This is an optimization exercise on Yosys and OpenROAD, whose aim is small area, a short achievable clock period and few clock cycles per item, not a production implementation.
In this exercise RTL edits were held to simulation tests only and were not proved equivalent to the original.

## fe_divsqrt
module fe_divsqrt (
    input  wire        clk,
    input  wire        rst,       
    input  wire        start,
    input  wire        op,        
    input  wire [47:0] a,
    input  wire [47:0] b,
    input  wire [4:0]  ra,
    input  wire [4:0]  rb,
    output wire        ready,
    output reg         done,
    output wire [47:0] y,
    output wire [4:0]  ry,
    output reg         divz,
    output reg         sqneg,
    output reg         sat,
    output reg         rerr
);
Size in the first run: roughly 2100 cells after synthesis, roughly 200 flip-flops, about 170 I/O pins.
clock: 10.5 ns
lec_check: 0
cap_margin: 20
core_margin: 2
core_utilization: 40
place_density: 0.6
setup_slack_margin: 5
slew_margin: 20
standard.sh (not shown) runs the stock make flow with config.mk's settings and CLKGATE_MAP_FILE= SYNTH_SCRIPT=/design/flow/synth_recipe.tcl, a recipe that flattens the netlist after the stock synthesis.
==> flow/flow/run.sh <==
#!/bin/bash
set -euo pipefail
bash standard.sh SETUP_SLACK_MARGIN=7.5 finish > flow_make.log 2>&1
Testbench counts at the start, summed over its fixed seeds: cycles 95,016, items 3,200.
Rerun with:
==> flow/flow/run.sh (replaced) <==
#!/bin/bash
set -euo pipefail
bash standard.sh SETUP_SLACK_MARGIN=6.5 finish > flow_make.log 2>&1
Clock-buffer cell count decreases by 7.
Via count goes down by roughly a tenth.
Die area does not change.
Register-to-register slack got worse by 0.06 ns.
Sequential cell count does not change.
Design area came out lower by about a fifth.
First-iteration DRC count came out lower by a quarter to a third.
Rerun with:
==> flow/flow/run.sh (replaced) <==
#!/bin/bash
set -euo pipefail
bash standard.sh SETUP_SLACK_MARGIN=7 finish > flow_make.log 2>&1
Die area stays the same.
Cell area came out higher by roughly a tenth.
Routed wire length grows by about a fifth.
Worst setup slack improves by 0.25 ns.
Critical path depth increases by 1.

---

fe_divsqrt, a different RTL version from the one above (not shown whole).
For scale: ~180 flip-flops, about 170 I/O pins, about 18000 um2 of cells after synthesis.
export LEC_CHECK = 0
export ABC_CLOCK_PERIOD_IN_PS = 4000
export CAP_MARGIN = 20
export CORE_MARGIN = 2
export CORE_UTILIZATION = 40
export PLACE_DENSITY = 0.6
export SETUP_SLACK_MARGIN = 5
export SLEW_MARGIN = 20
create_clock -name core_clock -period 10.5 [get_ports {clk}]
run.sh (not shown) runs the stock make flow with config.mk's settings and CLKGATE_MAP_FILE= SYNTH_SCRIPT=/design/flow/synth_recipe.tcl, a recipe that flattens the netlist after the stock synthesis.
Stock flow here: none of the scripts above is used.
Testbench counts at the start, summed over its fixed seeds: cycles 95,014, items 3,200.
Edit:
- SETUP_SLACK_MARGIN: 5 -> default
The changed run passed the timing, DRC and antenna checks.
Critical path depth stays the same.
Sequential cell count does not change.
Core utilization does not change.
Setup slack is worse by 0.28 ns.
Hold slack is better by 0.0040 ns.
Non-clock buffer count goes up by 1.
Routed wire length rose by about 0.7%.
Via count climbs by 0.32%.
Global-route usage grows by 0.18 points.

---

## v16
Another version of the RTL of fe_divsqrt (not shown whole).
For scale: roughly 2100 cells after synthesis, ~200 flip-flops, roughly 17000 um^2 of cells after synthesis.
Settings: LEC_CHECK=0, CAP_MARGIN=20, CORE_MARGIN=2, CORE_UTILIZATION=40, CTS_BUF_LIST=sky130_fd_sc_hd__clkbuf_8, PLACE_DENSITY=0.6, SETUP_SLACK_MARGIN=5, SLEW_MARGIN=20; clock period 10.5 ns.
standard.sh (not shown) runs the stock make flow with config.mk's settings and CLKGATE_MAP_FILE= SYNTH_SCRIPT=/design/flow/synth_recipe.tcl, a recipe that flattens the netlist after the stock synthesis.
==> flow/flow/run.sh <==
#!/bin/bash
set -euo pipefail
bash standard.sh SETUP_SLACK_MARGIN=6.5 finish > flow_make.log 2>&1
Testbench counts of v16, summed over its fixed seeds: cycles 95,212, items 3,200.
What v17 does differently from v16 at the input level:
- ABC_AREA newly set to 1
- CTS_BUF_LIST removed (was sky130_fd_sc_hd__clkbuf_8)
==> comparison <==
Area occupied by registers essentially unchanged between v16 and v17.
Looking at critical path depth, v17 sits 19 higher than v16 does.
Sort v16 and v17 by signed area change from the synthesized netlist to the final layout, ascending, and v16 comes first.
v17 vs v16 — number of nets in the finished design climbed by more than 10%
Per the comparison of v17 with v16, maximum frequency dropped 1.6%, number of clock buffers in the layout barely changed, setup slack dropped 65 ps.
Input changes introduced in v27 (baseline for comparison: v17):
- ABC_AREA: 1 -> unset
- CTS_CLUSTER_SIZE: unset -> 40
- CTS_CLUSTER_DIAMETER: unset -> 150
### Flow results
- Re total global routing overflow: no difference whatsoever between v27 and v17.
- Compared with v17, v27 shows a post-synthesis mux area share that is 3.9 points higher.
- Count of cell instances traversed by the critical path: higher on v17
- v27 vs v17, main combinational cell family by area after synthesis: compound AO/OA/AOI/OAI gates vs simple AND/OR/NAND/NOR gates
- Of v27 and v17, v17 shows the higher final critical delay including setup and external delays, with v27 below it.
- v27 vs. v17: fmax went up by about 1%.
- Worst slack after detailed placement ended up 180 ps higher on v27 than on v17.
- When the final numbers for v27 and v17 were put side by side, the met2 capacity usage during global routing turned out to be greater in v17.
- Compared with v17, in v27 endpoint required time on the critical path decreased 2300 ps; die area decreased about 4%.
Inputs modified between v27 and v49:
- CTS_CLUSTER_SIZE: 40 -> unset
- CTS_CLUSTER_DIAMETER: 150 -> unset
- CORE_UTILIZATION: 40 -> 30
- PLACE_DENSITY: 0.6 -> 0.5
Results
- Diff v27 -> v49: post-synthesis to final-layout area growth went up by 1.7 points, final cell count increased about 8%.
- Diff v27..v49 | final sequential cell count | unchanged
- v49 vs. v27: proportion of cell area occupied by multi-input gates moved down; fraction of area in registers went down by 0.35 points; count of clock-buffer cells in the layout went up.
- Post-route met1 wirelength grows by more than 10% when moving from v27 to v49.
Here is what was changed in the inputs of v8 compared with v49.
- swapping 0.5 for 0.6 in PLACE_DENSITY
- putting CTS_BUF_LIST at sky130_fd_sc_hd__clkbuf_8 sky130_fd_sc_hd__clkbuf_16 where nothing was set
- swapping 30 for 40 in CORE_UTILIZATION
[summary]
- v49 closes out successfully: all stages finished, all timing, DRC and antenna checks passed.
- v8 | status: complete | timing, DRC, antenna: pass
- Higher fmax among v49 and v8: v8
- Clock-pin transition on the worst setup and hold timing paths: v8 vs v49 — no meaningful difference
- Number of clock buffers in the layout (v8 over v49): decrease, 1
- Reported for v49 and v8, number of buffers on the longest clock path turned out identical to the last digit.
- v49 -> v8: netlist area before placement flat
- v8 vs. v49: die outline height decreased 13%, setup slack moved up.
- Final routed wirelength across all metal layers, v49 and v8: larger value in v49
- Post-placement cell count (v49 / v8): 1.08
- Of v49 and v8, v8 shows the higher worst hold margin, with v49 below it.
Inputs modified between v8 and v20:
- a change of CORE_UTILIZATION from 40 to 50
- a deleted CTS_BUF_LIST that had been sky130_fd_sc_hd__clkbuf_8 sky130_fd_sc_hd__clkbuf_16
- a change of PLACE_DENSITY from 0.6 to 0.65
==> results.txt <==
- v20 | stages: all done | timing, DRC, antenna: all pass
- v8 did not stop at any stage, and its layout met the timing, DRC and antenna checks.
- Worst hold-check slack on v20 is up relative to v8.
- [compare] base=v8 new=v20: via count of the first global-routing pass down 109, die area down about 20%.
- Re H-tree depth: no difference whatsoever between v8 and v20.
- v20 vs. v8: routed wire length went up by 0.63%.
- The lower total routing usage reported by global routing of v8 and v20 is in v8.

## port drivers added, routing unchanged
No port has a modelled driver above. Below, the same layouts with a new extraction and two added sets of constraints. Step 1 sets driving cells, clkbuf_16 on the clock port and buf_2 on the other inputs (assumed; they add their load-dependent delay and slew). Step 2 also shifts input and output timing later by t, the mid clock arrival at the registers, as if the neighbouring blocks saw the same clock. Three values: no drivers, after step 1, after step 2; two values: the first two.
run	t, ns	setup slack, ns	hold slack, ns	worst slew at a driven data input, ns
the first run of note 1	0.534	6.499 / 6.441 / 6.649	0.651 / 0.651 / 0.651	0.22
the second run of note 1	0.525	6.370 / 6.309 / 6.097	0.560 / 0.560 / 0.560	0.05
the third run of note 1	0.513	6.620 / 6.564 / 6.529	0.597 / 0.597 / 0.597	0.07
the first run of note 2	0.504	5.249 / 5.249 / 5.249	0.540 / 0.540 / 0.540	0.04
the second run of note 2	0.510	4.968 / 4.968 / 4.968	0.544 / 0.544 / 0.544	0.05
v16	0.562	6.477 / 6.423 / 6.212	0.591 / 0.591 / 0.591	0.05
v17	0.534	6.412 / 6.360 / 6.233	0.584 / 0.584 / 0.584	0.05
v27	0.526	6.452 / 6.388 / 6.266	0.582 / 0.582 / 0.582	0.05
v49	0.532	6.416 / 6.357 / 6.291	0.573 / 0.573 / 0.573	0.05
v8	0.526	6.452 / 6.388 / 6.266	0.582 / 0.582 / 0.582	0.05
v20	0.524	6.360 / 6.302 / 6.282	0.586 / 0.586 / 0.586	0.05
After both steps every run listed still meets setup and hold. The setup slack of the second run of note 1, which loses most, moves by -0.061 ns with the drivers and by -0.273 ns with both steps.
